This design comes from an exercise in tuning for small area, a short achievable clock period and few clock cycles per item on the open sky130 flow, not from production work. The RTL was checked by simulation tests, not by an equivalence proof against the original design.

<file path="flow/run.sh">
#!/bin/bash
# synth_recipe.tcl (not shown) runs the flow's synth.tcl, then flattens the netlist and writes it again
# the make line also repeats each setting of config.mk as NAME=value (left out here)
make -C /OpenROAD-flow-scripts/flow DESIGN_CONFIG=/design/flow/config.mk WORK_HOME=/design/flow/orfs CLKGATE_MAP_FILE= SYNTH_SCRIPT=/design/flow/synth_recipe.tcl finish
</file>
<file path="flow/config.mk">
export PLATFORM = sky130hd
export DESIGN_NAME = ledger_sha256
export DESIGN_NICKNAME = ledger_sha256
export VERILOG_FILES = /design/flow/design.v
export SDC_FILE = /design/flow/constraint.sdc
export NUM_CORES = 4
export LEC_CHECK = 0
export CAP_MARGIN = 20
export CORE_MARGIN = 2
export CORE_UTILIZATION = 40
export SLEW_MARGIN = 20
</file>
<file path="flow/constraint.sdc">
create_clock -name core_clock -period 9.0 [get_ports {clk}]
set_input_delay 1.8000 -clock core_clock [delete_from_list [all_inputs] [get_ports {clk}]]
set_output_delay 1.8000 -clock core_clock [all_outputs]
set_load 0.01 [all_outputs]
</file>
<file path="flow/design.v">
module ledger_sha256 (
    input  wire         clk,
    input  wire         rst,
    input  wire         blk_valid,
    output wire         blk_ready,
    input  wire         blk_first,
    input  wire [511:0] blk_data,
    output reg          dig_valid,
    output wire [255:0] dig
);
    localparam [1:0] S_IDLE  = 2'd0,
                     S_ROUND = 2'd1,
                     S_FINAL = 2'd2;
    reg [1:0]  state;
    reg [5:0]  round;
    reg [31:0] h0, h1, h2, h3, h4, h5, h6, h7;
    reg [31:0] a, b, c, d, e, f, g, h;
    reg [31:0] w [0:15];
    assign blk_ready = (state == S_IDLE);
    assign dig = {h0, h1, h2, h3, h4, h5, h6, h7};
    wire [5:0]  k_sel = round;
    reg  [31:0] k_t;
    always @(*) begin
        case (k_sel)
            6'd0:  k_t = 32'h428a2f98; 6'd1:  k_t = 32'h71374491;
            6'd2:  k_t = 32'hb5c0fbcf; 6'd3:  k_t = 32'he9b5dba5;
            6'd4:  k_t = 32'h3956c25b; 6'd5:  k_t = 32'h59f111f1;
            6'd6:  k_t = 32'h923f82a4; 6'd7:  k_t = 32'hab1c5ed5;
            6'd8:  k_t = 32'hd807aa98; 6'd9:  k_t = 32'h12835b01;
            6'd10: k_t = 32'h243185be; 6'd11: k_t = 32'h550c7dc3;
            6'd12: k_t = 32'h72be5d74; 6'd13: k_t = 32'h80deb1fe;
            6'd14: k_t = 32'h9bdc06a7; 6'd15: k_t = 32'hc19bf174;
            6'd16: k_t = 32'he49b69c1; 6'd17: k_t = 32'hefbe4786;
            6'd18: k_t = 32'h0fc19dc6; 6'd19: k_t = 32'h240ca1cc;
            6'd20: k_t = 32'h2de92c6f; 6'd21: k_t = 32'h4a7484aa;
            6'd22: k_t = 32'h5cb0a9dc; 6'd23: k_t = 32'h76f988da;
            6'd24: k_t = 32'h983e5152; 6'd25: k_t = 32'ha831c66d;
            6'd26: k_t = 32'hb00327c8; 6'd27: k_t = 32'hbf597fc7;
            6'd28: k_t = 32'hc6e00bf3; 6'd29: k_t = 32'hd5a79147;
            6'd30: k_t = 32'h06ca6351; 6'd31: k_t = 32'h14292967;
            6'd32: k_t = 32'h27b70a85; 6'd33: k_t = 32'h2e1b2138;
            6'd34: k_t = 32'h4d2c6dfc; 6'd35: k_t = 32'h53380d13;
            6'd36: k_t = 32'h650a7354; 6'd37: k_t = 32'h766a0abb;
            6'd38: k_t = 32'h81c2c92e; 6'd39: k_t = 32'h92722c85;
            6'd40: k_t = 32'ha2bfe8a1; 6'd41: k_t = 32'ha81a664b;
            6'd42: k_t = 32'hc24b8b70; 6'd43: k_t = 32'hc76c51a3;
            6'd44: k_t = 32'hd192e819; 6'd45: k_t = 32'hd6990624;
            6'd46: k_t = 32'hf40e3585; 6'd47: k_t = 32'h106aa070;
            6'd48: k_t = 32'h19a4c116; 6'd49: k_t = 32'h1e376c08;
            6'd50: k_t = 32'h2748774c; 6'd51: k_t = 32'h34b0bcb5;
            6'd52: k_t = 32'h391c0cb3; 6'd53: k_t = 32'h4ed8aa4a;
            6'd54: k_t = 32'h5b9cca4f; 6'd55: k_t = 32'h682e6ff3;
            6'd56: k_t = 32'h748f82ee; 6'd57: k_t = 32'h78a5636f;
            6'd58: k_t = 32'h84c87814; 6'd59: k_t = 32'h8cc70208;
            6'd60: k_t = 32'h90befffa; 6'd61: k_t = 32'ha4506ceb;
            6'd62: k_t = 32'hbef9a3f7; default: k_t = 32'hc67178f2;
        endcase
    end
    wire [31:0] s1   = {e[5:0], e[31:6]} ^ {e[10:0], e[31:11]} ^ {e[24:0], e[31:25]};
    wire [31:0] ch   = (e & f) ^ (~e & g);
    wire [31:0] t1   = h + s1 + ch + k_t + w[0];
    wire [31:0] s0   = {a[1:0], a[31:2]} ^ {a[12:0], a[31:13]} ^ {a[21:0], a[31:22]};
    wire [31:0] maj  = (a & b) ^ (a & c) ^ (b & c);
    wire [31:0] t2   = s0 + maj;
    wire [31:0] ms0  = {w[1][6:0], w[1][31:7]} ^ {w[1][17:0], w[1][31:18]} ^ (w[1] >> 3);
    wire [31:0] ms1  = {w[14][16:0], w[14][31:17]} ^ {w[14][18:0], w[14][31:19]} ^ (w[14] >> 10);
    wire [31:0] wnew = ms1 + w[9] + ms0 + w[0];
    integer i;
    always @(posedge clk) begin
        if (rst) begin
            state     <= S_IDLE;
            round     <= 6'd0;
            dig_valid <= 1'b0;
        end else begin
            dig_valid <= 1'b0;
            case (state)
                S_IDLE: begin
                    if (blk_valid) begin
                        for (i = 0; i < 16; i = i + 1)
                            w[i] <= blk_data[511 - 32*i -: 32];
                        if (blk_first) begin
                            h0 <= 32'h6a09e667; h1 <= 32'hbb67ae85;
                            h2 <= 32'h3c6ef372; h3 <= 32'ha54ff53a;
                            h4 <= 32'h510e527f; h5 <= 32'h9b05688c;
                            h6 <= 32'h1f83d9ab; h7 <= 32'h5be0cd19;
                            a  <= 32'h6a09e667; b  <= 32'hbb67ae85;
                            c  <= 32'h3c6ef372; d  <= 32'ha54ff53a;
                            e  <= 32'h510e527f; f  <= 32'h9b05688c;
                            g  <= 32'h1f83d9ab; h  <= 32'h5be0cd19;
                        end else begin
                            a <= h0; b <= h1; c <= h2; d <= h3;
                            e <= h4; f <= h5; g <= h6; h <= h7;
                        end
                        round <= 6'd0;
                        state <= S_ROUND;
                    end
                end
                S_ROUND: begin
                    h <= g;
                    g <= f;
                    f <= e;
                    e <= d + t1;
                    d <= c;
                    c <= b;
                    b <= a;
                    a <= t1 + t2;
                    for (i = 0; i < 15; i = i + 1)
                        w[i] <= w[i+1];
                    w[15] <= wnew;
                    round <= round + 6'd1;
                    if (round == 6'd63)
                        state <= S_FINAL;
                end
                S_FINAL: begin
                    h0 <= h0 + a; h1 <= h1 + b; h2 <= h2 + c; h3 <= h3 + d;
                    h4 <= h4 + e; h5 <= h5 + f; h6 <= h6 + g; h7 <= h7 + h;
                    dig_valid <= 1'b1;
                    state     <= S_IDLE;
                end
                default: state <= S_IDLE;
            endcase
        end
    end
endmodule
</file>
==> run notes <==
[path summary, 6_finish.rpt]
path | startpoint | end | slack [ns]
hold / removal | w[15][8] | w[14][8] | 0.49
setup / recovery | e[7] | a[29] | 0.64
hold reg to reg | w[15][8] | w[14][8] | 0.49
setup reg to reg | e[7] | a[29] | 0.64
[stage by stage]
| step | utilization |
|---|---|
| after floorplan | - |
| after global placement | 0.456 |
| after detailed placement | 0.456 |
| after CTS | 0.481 |
| after global routing | 0.481 |
| final | 0.481 |
[critical path, delay by kind of cell (launching register included)]
kind                       cells  cell delay (ns)
adders and majority gates      7             2.86
buffers and inverters          3             0.18
xor gates and xnor gates       4             0.73
AOI/OAI and AO/OA             14             2.42
and+or+nand+nor                8             1.33
DFF                            1             0.55
[cells in the final DEF, fill, tap and decap left out, drive strengths merged, types with 196 or more instances in the layout]
master,count
nand2,1893
edfxtp,1024
clkdlybuf4s50,772
a21oi,567
o21ai,523
nor2,514
inv,432
ha,389
xnor2,375
a21o,196
[cell families (layout without fill, tap and decap cells)]
kind of cell	count (synthesis)	after routing	share of synthesized area
compound gates	1744	1744	0.146
flops	1065	1065	0.436
simple gates	3040	3040	0.177
xor+xnor	557	557	0.0675
buf+inv	844	1508	0.0438
other cells	0	5	0
mux	55	55	0.00826
fa+ha+maj	587	587	0.122
[synthesized netlist by cell type, types with 11 or more instances]
cell	number
a2111oi_0	12
a211oi_1	49
a21boi_0	12
a21o_1	196
a21oi_1	565
a221oi_1	15
a31oi_1	44
and2_1	20
and3_1	28
buf_1	22
clkbuf_1	392
dfxtp_1	41
edfxtp_1	1024
fa_1	195
ha_1	389
inv_1	426
mux2_2	28
mux2i_1	26
nand2_1	1893
nand2b_1	162
nand3_1	78
nand3b_1	30
nand4_1	20
nor2_1	514
nor2b_1	56
nor3_1	152
nor3b_1	13
nor4_1	13
o211ai_1	24
o21a_1	54
o21ai_0	492
o21ai_1	31
o21bai_1	43
o22ai_1	24
o31ai_1	35
or2_2	15
or3_1	25
or4_1	11
xnor2_1	374
xor2_1	182
[final cells by class]
| class | instances | area share |
|---|---|---|
| clock inverter | 79 | 0.0113 |
| clock buffer | 157 | 0.0401 |
| inverter | 430 | 0.0186 |
| tap | 2370 | 0.0342 |
| antenna | 5 | 0.000144 |
| multi-input combinational | 5983 | 0.435 |
| sequential | 1065 | 0.364 |
| timing repair buffer | 842 | 0.0971 |
[sequential cells by signal, indices dropped and copies added, names as in the netlist]
register   count
h7            32
b             32
h1            32
h4            32
dig_valid      1
h0            32
c             32
w            512
f             32
h6            32
h3            32
d             32
h             32
state          2
h5            32
round          6
g             32
h2            32
e             32
k_t           32
a             32
[routing by layer]
metal	wire, um	track usage	vias up
li1	-	-	28420
met1	115000	0.385	29846
met2	137000	0.506	2666
met3	21800	0.0556	505
met4	15900	0.151	28
met5	193	0	-
==> Implementation_results.wiki <==
{| class="wikitable"
! Metric !! Value
|-
| Result of the run || complete, no violations
|-
| Worst Path Arrival || 8.89 ns
|-
| Number of antenna violations at the first check in global routing || 22
|-
| Clock transition at the register clock pins on the worst setup and hold paths after CTS || 0.06 ns
|-
| Remaining number of nets flagged by the antenna check after routing || 0
|-
| Delay of the slowest cell on the worst path || 0.55 ns
|-
| Peak fanout along the critical path || 6
|-
| Distinct cell type count after synthesis || 88
|-
| Fraction of registers with async set or reset after synthesis || 0
|-
| Post-CTS repair timing setup buffer count || 0
|-
| Nets@finish || 9554
|-
| Layout area overhead || 19.8%
|-
| Clock insertion delay at the later pin of the skew report || 0.84 ns
|-
| Type of the worst setup path || reg -> reg
|-
| Max Clock Skew || 0.0369 ns
|-
| Post-synthesis cell count || 7892
|-
| Synthesized Nets || 8992
|-
| Total of buffers placed on input and output ports || 773
|-
| Critical path's slowest cell || edfxtp_1
|-
| First-pass iteration count of the detailed router || 8
|-
| RSZ-0062 raised after global routing || no
|-
| Clock period minus final worst setup slack || 8.36 ns
|-
| Via count of the first global-routing pass || 59344
|-
| Maximum clock rate || 120 MHz
|-
| Number of cell instances on the worst register-to-register path || 36
|-
| Setup TNS || 0 ns
|-
| Period utilisation layout || 0.929
|-
| Grt ovf || 0
|-
| Final hold viol count || 0
|-
| Number of remaining DRC errors || 0
|-
| Required time worst endpoint || 9.53 ns
|-
| Longest Clk Path Bufs || 3
|-
| Clock net sink count || 1065
|-
| Cell with the most instances on the worst path || fa_1
|-
| Number of clock buffers inserted by TritonCTS || 132
|-
| Most used flip-flop cell after synthesis || edfxtp_1
|-
| Sequential cell area || 31600 um^2
|-
| Largest net degree at the start of global routing || 210
|-
| Cell chosen for the clock root || clkbuf_16
|-
| Tightest Pin Transition || 1.27 ns
|-
| Maximum Capacitance Violations || 0
|-
| Type of destination of the critical path || register
|-
| Setup ws final || 0.637 ns
|-
| Die span in x || 429 um
|-
| Number of setup violations in the final report || 0
|-
| Filler cells || 17268
|-
| Via total after detailed routing || 61465
|-
| Vias per cell || 5.62
|-
| Die area || 184000 um^2
|-
| Core Rows || 156
|-
| Worst relative slew slack || 0.156
|-
| Initial cell density of the core || 0.401
|-
| CP startpoint kind || register
|-
| Post-CTS Hold Fix Bufs || 0
|-
| Hold Path Class || reg -> reg
|-
| DP Wirelength || 222 mm
|-
| Number of slew-limit violations in the final report || 0
|-
| Core area || 180000 um^2
|-
| Aggregate routed wire length || 290 mm
|-
| Proportion of layout cells with a drive suffix above 1 || 0.0403
|-
| Top cells by area in the synthesized netlist || edfxtp_1 42%, nand2_1 9.8%, ha_1 6.7%
|-
| Post-Layout Cell Count || 10931
|-
| First-pass GRT wire length || 413 mm
|-
| DR WL/cell || 26.6 um
|-
| Multi-input logic area || 37700 um^2
|-
| Overall routing resource usage || 0.306
|-
| H-Tree Depth || 4
|-
| Number of placed I/O pins || 774
|-
| Yosys reg bits || 1065
|-
| Number of enable flip-flop cells after synthesis || 1024
|-
| Post-synthesis sequential area ratio || 0.436
|-
| Area of all placed cells without fillers || 86800 um^2
|-
| Placer congestion estimate || 0.982
|-
| Count of routing violations after the opening detailed-route iteration || 6470
|-
| Per-instance average area after synthesis || 9.17 um^2
|-
| Fraction of synthesized cell area taken by the top area cell type || 0.425
|-
| Post-synth top area cell || edfxtp_1
|-
| Clock tree from TritonCTS || done
|-
| Cell depth of the worst hold path || 2
|-
| CTS resizes || 0
|-
| DP Cell Count || 10689
|-
| Height of the die || 429 um
|-
| Mapped Area || 72400 um^2
|-
| Worst slack, placed || 0.752 ns
|-
| Worst slack on hold paths || 0.488 ns
|-
| Dpl cell area || 82300 um^2
|-
| Number of warnings issued by yosys || 2
|}
Testbench counts, summed over its fixed seeds: cycles 178,142, items 2,699.

[re-timing with driven ports]
Ports are ideal in the flow. The routed layout listed here was re-timed in OpenROAD. Step 1 sets driving cells, clkbuf_16 on the clock port and buf_2 on the other inputs (assumed; they add their load-dependent delay and slew). Step 2, shift: input delay + t, output delay - t, t = (earliest + latest rising clock arrival at the registers) / 2. This alone moves slack from input paths to output paths. Three values: ideal ports, drivers, drivers and shift; two values: the first two.
shift t [ns]: 0.905
setup slack, ns: 0.637 / 0.637 / 0.637
worst data-port slew with drivers (ns): 0.13
cell pins on the clock port's net: 1
After both steps this run still meets setup and hold. The setup slack of this run moves by 0.000 ns with the drivers and by 0.000 ns with both steps.
